From an optimization exercise on the open Yosys and OpenROAD flow, aimed at small area and a short achievable clock period; shortcuts taken in it are not production practice. RTL that was checked went through simulation tests only; none was proved equivalent to the original. Power is estimated from default activity; no workload was simulated.

==> flow/design.v <==
module qe_arb_wait (
    input  wire clk,
    input  wire clr,                 
    output reg  aged
);
    localparam [11:0] SEQ_INV = 12'b1010_1010_1010;
    reg  [11:0] seq_q;
    wire [11:0] s    = seq_q ^ SEQ_INV;
    wire        zero = (s[10:0] == 11'd0);
    wire [11:0] nxt  = {s[10:0], s[11] ^ s[5] ^ s[3] ^ s[0] ^ zero};
    always @(posedge clk) begin
        seq_q <= (clr ? 12'd0 : nxt) ^ SEQ_INV;
        aged  <= !clr && (aged || (s[11] && zero));
    end
endmodule
module qe_arb_order (
    input  wire [23:0] prio,
    input  wire [23:0] last,         
    output reg  [63:0] prec
);
    reg  [7:0] after;                
    reg  [3:0] key [0:7];
    reg  [7:0] gt;
    integer i, l;
    function automatic key_le(input [3:0] a, input [3:0] b);
        reg c;
        integer n;
        begin
            c = !a[0] | b[0];
            for (n = 1; n < 4; n = n + 1)
                c = b[n] ? (!a[n] | c) : (!a[n] & c);
            key_le = c;
        end
    endfunction
    always @(*) begin
        for (i = 0; i < 8; i = i + 1) begin
            for (l = 0; l < 8; l = l + 1)
                gt[l] = (i[2:0] > last[3*l +: 3]);
            after[i] = gt[prio[3*i +: 3]];
            key[i]   = {prio[3*i +: 3], !after[i]};
        end
        for (i = 0; i < 8; i = i + 1)
            prec[8*i + i] = 1'b0;
        for (i = 0; i < 8; i = i + 1)
            for (l = i + 1; l < 8; l = l + 1) begin
                prec[8*l + i] = key_le(key[i], key[l]);
                prec[8*i + l] = !prec[8*l + i];
            end
    end
endmodule
module qe_arb_pick (
    input  wire        decide,
    input  wire [7:0]  req,
    input  wire [7:0]  aged,
    input  wire        deadline,
    input  wire [63:0] prec,
    output reg  [7:0]  gnt
);
    wire       dl   = deadline && req[4];
    wire [7:0] areq = req & aged;
    wire [7:0] cand = ((|areq) ? areq : req) & {8{decide && !dl}};
    integer i;
    always @(*) begin
        for (i = 0; i < 8; i = i + 1)
            gnt[i] = cand[i] && !(|(cand & prec[8*i +: 8]));
        gnt[4] = gnt[4] || (decide && dl);
    end
endmodule
module qe_arb (
    input  wire        clk,
    input  wire        rst,
    input  wire [7:0]  req,          
    input  wire [31:0] req_len,      
    input  wire        deadline,     
    input  wire        prio_we,      
    input  wire [23:0] prio_wdata,
    output wire [23:0] prio,         
    output wire [7:0]  gnt,          
    output wire [7:0]  aged,         
    output wire        beat_valid,   
    output wire [2:0]  beat_id,      
    output wire        beat_first    
);
    localparam [23:0] PRIO_RESET = {3'd6, 3'd3, 3'd4, 3'd2, 3'd2, 3'd1, 3'd1, 3'd1};
    reg [23:0] prio_r;
    reg [23:0] last;                 
    reg [3:0]  bcnt;                 
    reg        bvalid;
    reg        bfirst;
    reg [2:0]  bid;
    assign prio       = prio_r;
    assign beat_valid = bvalid;
    assign beat_first = bfirst;
    assign beat_id    = bid;
    wire decide = !bvalid || (bcnt == 4'd0);
    wire [63:0] prec;
    qe_arb_order u_order (.prio(prio_r), .last(last), .prec(prec));
    qe_arb_pick  u_pick  (.decide(decide), .req(req), .aged(aged), .deadline(deadline),
                          .prec(prec), .gnt(gnt));
    wire grant = decide && (|req);
    genvar g;
    generate
        for (g = 0; g < 8; g = g + 1) begin : g_wait
            qe_arb_wait u_wait (.clk(clk), .clr(rst || !req[g] || gnt[g]), .aged(aged[g]));
        end
    endgenerate
    wire [2:0] winner = {|gnt[7:4], gnt[7] | gnt[6] | gnt[3] | gnt[2],
                         gnt[7] | gnt[5] | gnt[3] | gnt[1]};
    reg  [3:0] win_len;
    reg  [2:0] win_prio;
    integer i;
    always @(*) begin
        win_len  = 4'd0;
        win_prio = 3'd0;
        for (i = 0; i < 8; i = i + 1)
            if (gnt[i]) begin
                win_len  = win_len | req_len[4*i +: 4];
                win_prio = win_prio | prio_r[3*i +: 3];
            end
    end
    always @(posedge clk) begin
        if (rst) begin
            prio_r <= PRIO_RESET;
            last   <= {8{3'd7}};
            bvalid <= 1'b0;
        end else begin
            if (prio_we)
                prio_r <= prio_wdata;
            if (grant) begin
                last[3*win_prio +: 3] <= winner;
                bvalid <= 1'b1;
            end else if (bcnt == 4'd0) begin
                bvalid <= 1'b0;
            end
        end
        if (grant) begin
            bcnt   <= win_len;
            bid    <= winner;
            bfirst <= 1'b1;
        end else begin
            bcnt   <= bcnt - 4'd1;
            bfirst <= 1'b0;
        end
    end
endmodule
clock: 20.0 ns
lec_check: 0
cap_margin: 20
core_margin: 2
core_utilization: 50
cts_buf_list: sky130_fd_sc_hd__clkbuf_4 sky130_fd_sc_hd__clkbuf_8
cts_cluster_size: 30
slew_margin: 20
standard.sh (not shown) runs the stock make flow with config.mk's settings and CLKGATE_MAP_FILE= SYNTH_SCRIPT=/design/flow/synth_recipe.tcl, a recipe that flattens the netlist after the stock synthesis.
==> flow/flow/run.sh <==
#!/bin/bash
# Layout flow: the standard ORFS flow (standard.sh), with three changes:
#  - synthesis maps the logic with an area-oriented ABC script (flow/abc_area.script);
#    flip-flops are mapped before ABC runs, so the registers are the standard synthesis's;
#  - the ports get plain buffers (buf_1) instead of the delay buffers buffer_ports picks;
#  - timing repair aims for a setup slack of SETUP_SLACK_MARGIN below the clock period.
# Each tool's output goes to the ORFS logs under orfs/logs; make's output to orfs_make.log.
set -euo pipefail
here=$(pwd)
rm -rf "$here/orfs_scripts"
cp -r "$FLOW_HOME/scripts" "$here/orfs_scripts"
pre="$here/orfs_scripts/synth_preamble.tcl"
sed -i 's|^if { \$::env(ABC_AREA) } {|if { [info exists ::env(FLOW_ABC_SCRIPT)] } {\n  set abc_script $::env(FLOW_ABC_SCRIPT)\n} elseif { $::env(ABC_AREA) } {|' "$pre"
grep -q FLOW_ABC_SCRIPT "$pre"
export FLOW_ABC_SCRIPT="$here/flow/abc_area.script"
bash standard.sh "SCRIPTS_DIR=$here/orfs_scripts" \
    "BUFFER_PORTS_ARGS=-buffer_cell sky130_fd_sc_hd__buf_1" \
    "SETUP_SLACK_MARGIN=9.6" finish > orfs_make.log 2>&1
==> flow/flow/abc_area.script <==
&get -n
&st
&dc2
&syn2
&dch -f
&nf -R 1000 -p
&put
Change:
--- a/flow/design.v
+++ b/flow/design.v
@@ -103,24 +103,14 @@
         for (g = 0; g < 8; g = g + 1) begin : g_wait
             qe_arb_wait u_wait (.clk(clk), .clr(rst || !req[g] || gnt[g]), .aged(aged[g]));
         end
     endgenerate
     wire [2:0] winner = {|gnt[7:4], gnt[7] | gnt[6] | gnt[3] | gnt[2],
                          gnt[7] | gnt[5] | gnt[3] | gnt[1]};
-    reg  [3:0] win_len;
-    reg  [2:0] win_prio;
-    integer i;
-    always @(*) begin
-        win_len  = 4'd0;
-        win_prio = 3'd0;
-        for (i = 0; i < 8; i = i + 1)
-            if (gnt[i]) begin
-                win_len  = win_len | req_len[4*i +: 4];
-                win_prio = win_prio | prio_r[3*i +: 3];
-            end
-    end
+    wire [3:0] win_len  = req_len[4*winner +: 4];
+    wire [2:0] win_prio = prio_r[3*winner +: 3];
     always @(posedge clk) begin
         if (rst) begin
             prio_r <= PRIO_RESET;
             last   <= {8{3'd7}};
             bvalid <= 1'b0;
         end else begin
After rerunning: The changed run passed the timing, design-rule and antenna checks; critical path depth drops by 2; routed wire length drops slightly; final area climbs by a few percent; first-iteration DRC count drops by well over a third; die area climbs by a few percent; setup slack is better by 0.073 ns; count of clock-buffer cells in the layout drops by 1; non-clock buffer count drops by 3; cell count climbs by a few percent; sequential power climbs by a few percent; via count climbs slightly; worst hold slack is worse by 0.012 ns.
Only the layout flow was run in the second run of this note; the RTL was not checked for function there.

-- port drivers added, routing unchanged --
The flow's constraints put no driver on any port. The routed layouts listed below were extracted and timed again, unchanged, in two steps.
Step 1 assumes that a clkbuf_16 drives the clock port and a buf_2 every other input.
Step 2 adds t to the input delays and takes it off the output delays; t is the mean of the earliest and latest rising clock arrival at the registers after step 1. Input paths then give back, and output paths get back, about the clock's delay inside the block.
Slacks: no drivers / after step 1 / after step 2; pairs: no drivers / after step 1.
| run | shift t [ns] | slack for setup (ns) | worst data-port slew with drivers (ns) | pins driven straight from the clock port |
|---|---|---|---|---|
| the first run | 0.487 | 9.721 / 9.693 / 9.693 | 0.06 | 1 |
| the second run | 0.494 | 9.794 / 9.768 / 9.768 | 0.05 | 1 |
After both steps every run listed still meets setup and hold. For the first run, which loses most, drivers alone change the setup slack by -0.028 ns; drivers and shift together by -0.028 ns.
